This design comes from an exercise in tuning for small area and a short achievable clock period on the open sky130 flow, not from production work.
Only simulation tests tie the RTL to the original design; equivalence was not proved.

// tim_domains
module tim_domains (
    input  wire        clk,
    input  wire        rst,             
    input  wire        cmd_valid,
    input  wire [2:0]  cmd_op,
    input  wire        cmd_dom,
    input  wire [77:0] cmd_data,
    input  wire        rd_dom,
    output wire [47:0] rd_sec,
    output wire [29:0] rd_ns,
    output wire [31:0] rd_frac,
    output wire [31:0] rd_rate,
    output wire        rd_valid,
    output wire        rd_holdover,
    output wire        rd_slewing,
    output wire [23:0] rd_slew_left,    
    output wire [31:0] rd_steps,
    output wire [31:0] rd_jumps_refused,
    output wire [31:0] rd_hold_refused
);
For scale: ~7100 cells after synthesis, about 850 flip-flops, about 350 I/O pins, roughly 71000 µm² of cells after synthesis.
export LEC_CHECK = 0
export CAP_MARGIN = 20
export CORE_MARGIN = 2
export CORE_UTILIZATION = 40
export SLEW_MARGIN = 20
create_clock -name core_clock -period 45.0 [get_ports {clk}]
standard.sh (not shown) runs the stock make flow with config.mk's settings and CLKGATE_MAP_FILE= SYNTH_SCRIPT=/design/flow/synth_recipe.tcl, a recipe that flattens the netlist after the stock synthesis.
==> flow/flow/run.sh <==
#!/bin/bash
# The standard layout (standard.sh, all steps, its own synthesis), with
# two changes:
# - the buffer that ORFS puts on every input and output port is a plain
#   sky130_fd_sc_hd__buf_2 rather than the cell buffer_ports picks by itself
#   (a clkdlybuf4s50_1 delay buffer, 0.5 ns on every port);
# - ORFS's timing repair aims for SETUP_SLACK_MARGIN ns of setup slack on
#   the worst path (TNS_END_PERCENT 0: the worst path only), so that it also
#   shortens the paths that set the achieved period.
# The clock, its period and all constraints are the standard flow's, unchanged. make's
# output goes to standard.log, each tool's to orfs/logs/.
set -euo pipefail
bash standard.sh "BUFFER_PORTS_ARGS=-buffer_cell sky130_fd_sc_hd__buf_2" \
    SETUP_SLACK_MARGIN=26.6 TNS_END_PERCENT=0 finish > standard.log 2>&1
Change:
--- a/flow/flow/run.sh
+++ b/flow/flow/run.sh
@@ -13,2 +13,2 @@
 bash standard.sh "BUFFER_PORTS_ARGS=-buffer_cell sky130_fd_sc_hd__buf_2" \
-    SETUP_SLACK_MARGIN=26.6 TNS_END_PERCENT=0 finish > standard.log 2>&1
+    SETUP_SLACK_MARGIN=26 TNS_END_PERCENT=0 finish > standard.log 2>&1
--- a/flow/config.mk
+++ b/flow/config.mk
@@ -10,2 +10,4 @@
 export CORE_UTILIZATION = 40
+export CTS_CLUSTER_DIAMETER = 80
+export CTS_CLUSTER_SIZE = 40
 export SLEW_MARGIN = 20
Result: The changed run completed with no timing, DRC or antenna violations; wire length came out lower by 0.70%; design area came out lower by 1.3%; synthesized area stays the same; clock skew came out higher by 17 ps; worst setup slack gains 25 ps.
Change:
--- a/flow/config.mk
+++ b/flow/config.mk
@@ -7,7 +7,5 @@
 export LEC_CHECK = 0
-export CAP_MARGIN = 20
+export CAP_MARGIN = 70
 export CORE_MARGIN = 2
 export CORE_UTILIZATION = 40
-export CTS_CLUSTER_DIAMETER = 80
-export CTS_CLUSTER_SIZE = 40
-export SLEW_MARGIN = 20
+export SLEW_MARGIN = 70
The changed run went through all stages and came out clean. Wire length hardly moves. Synthesized cell count is unchanged.
Change:
--- a/flow/flow/run.sh
+++ b/flow/flow/run.sh
@@ -4,3 +4,3 @@
 # - the buffer that ORFS puts on every input and output port is a plain
-#   sky130_fd_sc_hd__buf_2 rather than the cell buffer_ports picks by itself
+#   sky130_fd_sc_hd__buf_1 rather than the cell buffer_ports picks by itself
 #   (a clkdlybuf4s50_1 delay buffer, 0.5 ns on every port);
@@ -12,3 +12,3 @@
 set -euo pipefail
-bash standard.sh "BUFFER_PORTS_ARGS=-buffer_cell sky130_fd_sc_hd__buf_2" \
+bash standard.sh "BUFFER_PORTS_ARGS=-buffer_cell sky130_fd_sc_hd__buf_1" \
     SETUP_SLACK_MARGIN=26 TNS_END_PERCENT=0 finish > standard.log 2>&1
--- a/flow/config.mk
+++ b/flow/config.mk
@@ -7,5 +7,5 @@
 export LEC_CHECK = 0
-export CAP_MARGIN = 70
+export CAP_MARGIN = 20
 export CORE_MARGIN = 2
 export CORE_UTILIZATION = 40
-export SLEW_MARGIN = 70
+export SLEW_MARGIN = 20
Utilization went down by 1.4 points. Cell count went down by 0.43%. Setup slack is better by 98 ps. Global-route usage hardly moves. Via count went up by about 0.5%. Hold slack is worse by 48 ps.
Change:
--- a/flow/flow/run.sh
+++ b/flow/flow/run.sh
@@ -4,3 +4,3 @@
 # - the buffer that ORFS puts on every input and output port is a plain
-#   sky130_fd_sc_hd__buf_1 rather than the cell buffer_ports picks by itself
+#   sky130_fd_sc_hd__buf_2 rather than the cell buffer_ports picks by itself
 #   (a clkdlybuf4s50_1 delay buffer, 0.5 ns on every port);
@@ -12,3 +12,3 @@
 set -euo pipefail
-bash standard.sh "BUFFER_PORTS_ARGS=-buffer_cell sky130_fd_sc_hd__buf_1" \
+bash standard.sh "BUFFER_PORTS_ARGS=-buffer_cell sky130_fd_sc_hd__buf_2" \
     SETUP_SLACK_MARGIN=26 TNS_END_PERCENT=0 finish > standard.log 2>&1
--- a/flow/config.mk
+++ b/flow/config.mk
@@ -9,3 +9,3 @@
 export CORE_MARGIN = 2
-export CORE_UTILIZATION = 40
+export CORE_UTILIZATION = 50
 export SLEW_MARGIN = 20
After rerunning: Setup slack got worse by 32 ps; maximum frequency is about the same; design area goes down by about 0.5%; synthesized area does not change; hold slack got worse by 9.0 ps; die area goes down by 20%; global-route usage goes up by 6.5 points; critical path depth goes down by 2; via count goes up by 0.50%.

## v51
Starting RTL as in the previous note.
clock: 45.0 ns
lec_check: 0
cap_margin: 70
core_margin: 2
core_utilization: 40
slew_margin: 70
==> flow/flow/run.sh <==
#!/bin/bash
# The standard layout (standard.sh, all steps, its own synthesis), with
# one change: the buffer that ORFS puts on every input and output port is a
# plain sky130_fd_sc_hd__buf_2 rather than the cell buffer_ports picks by
# itself (a clkdlybuf4s50_1 delay buffer, 0.5 ns on every port). The clock,
# its period and all constraints are the standard flow's, unchanged. make's output goes
# to standard.log, each tool's to orfs/logs/.
set -euo pipefail
bash standard.sh "BUFFER_PORTS_ARGS=-buffer_cell sky130_fd_sc_hd__buf_2" finish > standard.log 2>&1
diff inputs: v51 => v28
==> flow/flow/run.sh <==
#!/bin/bash
# The standard layout (standard.sh, all steps, its own synthesis), with
# two changes:
# - the buffer that ORFS puts on every input and output port is a plain
#   sky130_fd_sc_hd__buf_2 rather than the cell buffer_ports picks by itself
#   (a clkdlybuf4s50_1 delay buffer, 0.5 ns on every port);
# - ORFS's timing repair aims for SETUP_SLACK_MARGIN ns of setup slack on
#   the worst path (TNS_END_PERCENT 0: the worst path only), so that it also
#   shortens the paths that set the achieved period.
# The clock, its period and all constraints are the standard flow's, unchanged. make's
# output goes to standard.log, each tool's to orfs/logs/.
set -euo pipefail
bash standard.sh "BUFFER_PORTS_ARGS=-buffer_cell sky130_fd_sc_hd__buf_2" \
    SETUP_SLACK_MARGIN=26 TNS_END_PERCENT=0 finish > standard.log 2>&1
--- a/flow/config.mk
+++ b/flow/config.mk
@@ -6,6 +6,7 @@
 export NUM_CORES = 4
 export LEC_CHECK = 0
-export CAP_MARGIN = 70
+export ABC_AREA = 1
+export CAP_MARGIN = 20
 export CORE_MARGIN = 2
 export CORE_UTILIZATION = 40
-export SLEW_MARGIN = 70
+export SLEW_MARGIN = 20
- v28 ended up with rd_dom as its worst setup path startpoint; v51 ended up with dom[1].u_dom.sstep[1].
- [compare] base=v51 new=v28: largest net degree at the start of global routing has increased; setup slack has increased; utilization has increased.
## Diff of input files: v59 against v28
--- a/flow/config.mk
+++ b/flow/config.mk
@@ -6,7 +6,7 @@
 export NUM_CORES = 4
 export LEC_CHECK = 0
-export ABC_AREA = 1
 export CAP_MARGIN = 20
 export CORE_MARGIN = 2
 export CORE_UTILIZATION = 40
+export CTS_BUF_LIST = sky130_fd_sc_hd__clkbuf_4 sky130_fd_sc_hd__clkbuf_8
 export SLEW_MARGIN = 20
Results
Comparing v59 and v28, the lower area used by multi-input combinational logic was measured on v28.
Fraction of area in registers: v28 vs v59 — no meaningful difference
Shortest clock period the worst path allows after layout: v59 and v28 compared, lower one is v59
From v28 to v59 the numbers moved as follows: number of antenna violations at the first check in global routing decreased 20%, clock-buffer cell count increased 86, number of cells on the critical path increased 1, final worst-path cycle share decreased 0.22 points.
The following lists how v11 was set up differently from v59:
--- a/flow/config.mk
+++ b/flow/config.mk
@@ -6,7 +6,9 @@
 export NUM_CORES = 4
 export LEC_CHECK = 0
+export ABC_AREA = 1
 export CAP_MARGIN = 20
 export CORE_MARGIN = 2
 export CORE_UTILIZATION = 40
-export CTS_BUF_LIST = sky130_fd_sc_hd__clkbuf_4 sky130_fd_sc_hd__clkbuf_8
+export CTS_CLUSTER_DIAMETER = 80
+export CTS_CLUSTER_SIZE = 40
 export SLEW_MARGIN = 20
Notes after the runs:
On final antenna diode count, the lower figure sits with v11, not v59.
Compared with v59, v11 shows a higher worst clock skew on the final layout.
For v11, the worst-path cell with the longest stage delay was sky130_fd_sc_hd__o21ai_0, unlike v59, where it was sky130_fd_sc_hd__bufbuf_16.
Utilization in v11 is 0.57 points above v59.
For v16, these inputs were changed with respect to v11:
--- a/flow/flow/run.sh
+++ b/flow/flow/run.sh
@@ -3,5 +3,5 @@
 # two changes:
 # - the buffer that ORFS puts on every input and output port is a plain
-#   sky130_fd_sc_hd__buf_2 rather than the cell buffer_ports picks by itself
+#   sky130_fd_sc_hd__buf_1 rather than the cell buffer_ports picks by itself
 #   (a clkdlybuf4s50_1 delay buffer, 0.5 ns on every port);
 # - ORFS's timing repair aims for SETUP_SLACK_MARGIN ns of setup slack on
@@ -11,4 +11,4 @@
 # output goes to standard.log, each tool's to orfs/logs/.
 set -euo pipefail
-bash standard.sh "BUFFER_PORTS_ARGS=-buffer_cell sky130_fd_sc_hd__buf_2" \
+bash standard.sh "BUFFER_PORTS_ARGS=-buffer_cell sky130_fd_sc_hd__buf_1" \
     SETUP_SLACK_MARGIN=26 TNS_END_PERCENT=0 finish > standard.log 2>&1
--- a/flow/config.mk
+++ b/flow/config.mk
@@ -6,9 +6,7 @@
 export NUM_CORES = 4
 export LEC_CHECK = 0
-export ABC_AREA = 1
 export CAP_MARGIN = 20
 export CORE_MARGIN = 2
 export CORE_UTILIZATION = 40
-export CTS_CLUSTER_DIAMETER = 80
-export CTS_CLUSTER_SIZE = 40
+export PLACE_DENSITY = 0.75
 export SLEW_MARGIN = 20
Notes after the runs:
- Run comparison: v16 launch point of the worst path rd_dom; v11 launch point of the worst path cmd_op[1]
- For the fraction of met3 tracks used by global routing, v16 came in 1.2 points higher than v11 did.
- The higher die extent in y came out of v16.
- On cell area, the lower figure sits with v11, not v16.
- v16: done, clean on timing, DRC and antenna
- Between v11 and v16, the flow reports count of standard-cell rows increasing slightly.
- Delta (v16 minus v11): average vias per placed instance picked up an extra 9.8%; effective utilization at floorplan stayed essentially flat; time the worst path needs with I/O delays and setup dropped 0.23 ns.
For v56, these inputs were changed with respect to v16:
--- a/flow/flow/run.sh
+++ b/flow/flow/run.sh
@@ -3,5 +3,5 @@
 # two changes:
 # - the buffer that ORFS puts on every input and output port is a plain
-#   sky130_fd_sc_hd__buf_1 rather than the cell buffer_ports picks by itself
+#   sky130_fd_sc_hd__buf_2 rather than the cell buffer_ports picks by itself
 #   (a clkdlybuf4s50_1 delay buffer, 0.5 ns on every port);
 # - ORFS's timing repair aims for SETUP_SLACK_MARGIN ns of setup slack on
@@ -11,4 +11,4 @@
 # output goes to standard.log, each tool's to orfs/logs/.
 set -euo pipefail
-bash standard.sh "BUFFER_PORTS_ARGS=-buffer_cell sky130_fd_sc_hd__buf_1" \
-    SETUP_SLACK_MARGIN=26 TNS_END_PERCENT=0 finish > standard.log 2>&1
+bash standard.sh "BUFFER_PORTS_ARGS=-buffer_cell sky130_fd_sc_hd__buf_2" \
+    SETUP_SLACK_MARGIN=25.5 TNS_END_PERCENT=0 finish > standard.log 2>&1
--- a/flow/config.mk
+++ b/flow/config.mk
@@ -9,4 +9,3 @@
 export CORE_MARGIN = 2
 export CORE_UTILIZATION = 40
-export PLACE_DENSITY = 0.75
 export SLEW_MARGIN = 20
--- outcome ---
v56 vs. v16: setup skew after layout fell by 0.0094 ns, cell count after placement stayed essentially flat, final worst-path setup slack fell by 0.40 ns, worst hold path cell count fell by 1, final area fell by 690 µm².
Taking v16 as the reference, in v56 multi-input logic cell count now sits at about the same level.

what the ideal ports hide:
No port has a modelled driver above. Below, the same layouts with a new extraction and two added sets of constraints.
Step 1 sets driving cells, clkbuf_16 on the clock port and buf_2 on the other inputs (assumed; they add their load-dependent delay and slew).
Step 2, shift: input delay + t, output delay - t, t = (earliest + latest rising clock arrival at the registers) / 2. This alone moves slack from input paths to output paths.
a / b / c = ideal ports / drivers / drivers and shift; a / b = the first two.
| run | t (ns) | setup WS [ns] | pins driven straight from the clock port |
|---|---|---|---|
| the first run of note 1 | 0.811 | 25.843 / 25.521 / 25.311 | 1 |
| the second run of note 1 | 0.798 | 25.869 / 25.529 / 25.311 | 1 |
| the third run of note 1 | 0.807 | 25.748 / 25.699 / 25.511 | 1 |
| the fourth run of note 1 | 0.829 | 25.847 / 25.684 / 25.455 | 1 |
| the fifth run of note 1 | 0.815 | 25.814 / 25.568 / 25.266 | 1 |
| v51 | 0.818 | 24.698 / 24.681 / 24.418 | 1 |
| v28 | 0.811 | 25.728 / 25.531 / 24.950 | 1 |
| v59 | 0.985 | 25.828 / 25.500 / 25.203 | 1 |
| v11 | 0.786 | 25.590 / 25.503 / 24.793 | 1 |
| v16 | 0.822 | 25.820 / 25.619 / 25.326 | 1 |
| v56 | 0.816 | 25.424 / 25.241 / 24.913 | 1 |
After both steps setup and hold are still met in every run listed. The setup slack of v11, which loses most, moves by -0.087 ns with the drivers and by -0.797 ns with both steps.
